Context: an optimization exercise on an open-source flow, tuned for small area, a short achievable clock period and few clock cycles. The choices shown serve that exercise and are no tape-out recipe.
Only simulation tests tie the RTL to the original design; equivalence was not proved.

## aes_core
module aes_core (
    input  wire         clk,
    input  wire         rst,
    input  wire         in_valid,
    output reg          in_ready,
    input  wire         in_aes256,
    input  wire [255:0] in_key,
    input  wire [127:0] in_block,
    output reg          out_valid,
    output reg  [127:0] out_block
);
    reg  [5:0]   t;                 
    reg  [1:0]   ph;                
    reg  [3:0]   w;                 
    reg          m256;              
    reg          v1, v2;            
    reg          lda;               
    reg          lds;               
    reg  [15:0]  eq16;              
    reg          eqv;               
    reg          vld4;              
    reg  [127:0] s0;                
    reg  [191:0] s1;                
    reg  [127:0] s2;                
    reg  [127:0] kp, kq;
    reg  [47:0]  ks1;               
    reg  [31:0]  ks2;               
    wire [5:0] t_fin0 = m256 ? 6'd42 : 6'd30;             
    wire [5:0] t_fin1 = t_fin0 + 6'd2;
    wire [5:0] t_fin2 = t_fin0 + 6'd4;
    wire [5:0] t_end  = v2 ? t_fin2 : v1 ? t_fin1 : t_fin0;
    wire       done   = t == t_end;                      
    wire [127:0] x = s0 ^ kp;
    wire [191:0] s1_d;
    genvar g;
    generate
        for (g = 0; g < 16; g = g + 1) begin : g_sa
            sbox_a u_a (.x(x[127-8*g -: 8]), .y(s1_d[191-12*g -: 12]));
        end
    endgenerate
    wire [47:0] ks1_d;
    generate
        for (g = 0; g < 4; g = g + 1) begin : g_ka
  ...
Size in the first run: about 6100 cells after synthesis, ~520 I/O pins, about 0.059 sq mm of cells after synthesis.
export LEC_CHECK = 0
export CAP_MARGIN = 30
export CORE_MARGIN = 2
export CORE_UTILIZATION = 55
export CTS_CLUSTER_DIAMETER = 100
export CTS_CLUSTER_SIZE = 26
export SLEW_MARGIN = 30
export TNS_END_PERCENT = 10
create_clock -name core_clock -period 11.5 [get_ports {clk}]
standard.sh (not shown) runs the stock make flow with config.mk's settings and CLKGATE_MAP_FILE= SYNTH_SCRIPT=/design/flow/synth_recipe.tcl, a recipe that flattens the netlist after the stock synthesis.
==> flow/flow/run.sh <==
#!/bin/bash
# Layout flow: the standard flow with three changes to how the layout is
# made (the design, constraints and checks are unchanged):
#  - synthesis is the standard flow's own synthesis script, except that ABC maps the
#    logic with flow/abc.script (area-oriented mapping, no buffering or
#    sizing: the placer's repair does that with real wire loads). Registers
#    are mapped before ABC runs, so they are the standard synthesis's.
#  - repair_timing aims for 8.35 ns of setup slack beyond the constraint;
#  - the port buffers are buf_2 cells;
#  - clock tree buffers are at most 150 um apart.
set -e
here=$PWD
{
  echo 'proc abc {args} {'
  echo '  set i [lsearch -exact $args -script]'
  echo "  if {\$i >= 0} { lset args [expr {\$i + 1}] $here/flow/abc.script }"
  echo '  yosys abc {*}$args'
  echo '}'
  cat synth_recipe.tcl
} > my_synth.tcl
args=(SYNTH_SCRIPT=$here/my_synth.tcl SETUP_SLACK_MARGIN=8.35
      "BUFFER_PORTS_ARGS=-buffer_cell sky130_fd_sc_hd__buf_2"
      CTS_BUF_DISTANCE=150)
bash standard.sh synth "${args[@]}" > synth.log 2>&1
bash standard.sh finish "${args[@]}" > standard.log 2>&1
==> flow/flow/abc.script <==
&get -n
&st
&dch
&nf -R 1000
&put
Testbench counts at the start, summed over its fixed seeds: cycles 66,868.
Then changed:
--- a/flow/config.mk
+++ b/flow/config.mk
@@ -10,5 +10,5 @@
 export CORE_UTILIZATION = 55
 export CTS_CLUSTER_DIAMETER = 100
-export CTS_CLUSTER_SIZE = 26
+export CTS_CLUSTER_SIZE = 20
 export SLEW_MARGIN = 30
 export TNS_END_PERCENT = 10
The new run ran to the end with no violations. Cell area is about the same. Final cell count is about the same. Global-route usage stays flat. Die area is unchanged. Routed wire length hardly moves. Sequential share of layout area stays flat. Register-to-register slack gets better by 130 ps. First-iteration DRC count is lower by a few percent.

rev 12:
aes_core, a different RTL version from the one above (not shown whole).
For scale: roughly 6500 cells after synthesis, roughly 950 flip-flops, about 520 I/O pins, about 0.060 sq mm of cells after synthesis.
clock: 11.5 ns
lec_check: 0
cap_margin: 30
core_margin: 2
core_utilization: 55
cts_cluster_diameter: 100
cts_cluster_size: 20
slew_margin: 30
tns_end_percent: 40
==> flow/flow/run.sh <==
#!/bin/bash
# Layout flow: the standard flow with three changes to how the layout is
# made (the design, constraints and checks are unchanged):
#  - synthesis is the standard flow's own synthesis script, except that ABC maps the
#    logic with flow/abc.script (area-oriented mapping, no buffering or
#    sizing: the placer's repair does that with real wire loads). Registers
#    are mapped before ABC runs, so they are the standard synthesis's.
#  - repair_timing aims for 8.2 ns of setup slack beyond the constraint;
#  - the port buffers are buf_2 cells.
set -e
here=$PWD
{
  echo 'proc abc {args} {'
  echo '  set i [lsearch -exact $args -script]'
  echo "  if {\$i >= 0} { lset args [expr {\$i + 1}] $here/flow/abc.script }"
  echo '  yosys abc {*}$args'
  echo '}'
  cat synth_recipe.tcl
} > my_synth.tcl
args=(SYNTH_SCRIPT=$here/my_synth.tcl SETUP_SLACK_MARGIN=8.2
      "BUFFER_PORTS_ARGS=-buffer_cell sky130_fd_sc_hd__buf_2")
bash standard.sh synth "${args[@]}" > synth.log 2>&1
bash standard.sh finish "${args[@]}" > standard.log 2>&1
==> flow/flow/abc.script <==
&get -n
&st
&synch2
&dch
&nf -R 1000
&put
Rev 12: done, clean on timing, DRC and antenna
Testbench counts of rev 12, summed over its fixed seeds: cycles 66,868.
Modified inputs, rev 13 compared to rev 12
- changing TNS_END_PERCENT from 40 to 10
--- a/flow/flow/run.sh
+++ b/flow/flow/run.sh
@@ -7,3 +7,3 @@
 #    are mapped before ABC runs, so they are the standard synthesis's.
-#  - repair_timing aims for 8.2 ns of setup slack beyond the constraint;
+#  - repair_timing aims for 8.35 ns of setup slack beyond the constraint;
 #  - the port buffers are buf_2 cells.
@@ -19,3 +19,3 @@
 } > my_synth.tcl
-args=(SYNTH_SCRIPT=$here/my_synth.tcl SETUP_SLACK_MARGIN=8.2
+args=(SYNTH_SCRIPT=$here/my_synth.tcl SETUP_SLACK_MARGIN=8.35
       "BUFFER_PORTS_ARGS=-buffer_cell sky130_fd_sc_hd__buf_2")
--- outcome ---
Comparing rev 12 and rev 13, the lower via count was measured on rev 13.
Violation count after the first detailed-route iteration delta for rev 13 relative to rev 12: 490 lower
Between rev 13 and rev 12, the multi-input logic area does not differ in any meaningful way.
The post-placement worst setup slack of rev 13 was superior to that of rev 12.
The lower number of antenna violations at the first check in global routing of rev 12 and rev 13 is in rev 13.

-- re-timing with driven ports --
No port has a modelled driver above. Below, the same layouts with a new extraction and two added sets of constraints. Step 1, drivers: a clkbuf_16 drives clk and a buf_2 each remaining input, both assumed. Step 2, shift: input delay + t, output delay - t, t = (earliest + latest rising clock arrival at the registers) / 2. This alone moves slack from input paths to output paths. a / b / c = ideal / step 1 / step 2; a / b = the first two.
| run | t (ns) | setup WS [ns] | hold WS [ns] | worst setup path at the end | slew at the worst register clock pin (ns) |
|---|---|---|---|---|---|
| the first run of note 1 | 0.718 | 7.933 / 7.912 / 7.656 | 0.494 / 0.494 / 0.494 | input to register | 0.12 / 0.12 |
| the second run of note 1 | 0.736 | 7.989 / 7.914 / 7.588 | 0.480 / 0.480 / 0.480 | input to register | 0.10 / 0.10 |
| rev 12 | 0.766 | 7.928 / 7.851 / 7.379 | 0.462 / 0.462 / 0.462 | input to register | 0.10 / 0.10 |
| rev 13 | 0.768 | 7.942 / 7.869 / 7.527 | 0.468 / 0.468 / 0.468 | input to register | 0.11 / 0.11 |
After both steps setup and hold are still met in every run listed. For rev 12, which loses most, drivers alone change the setup slack by -0.077 ns; drivers and shift together by -0.549 ns.
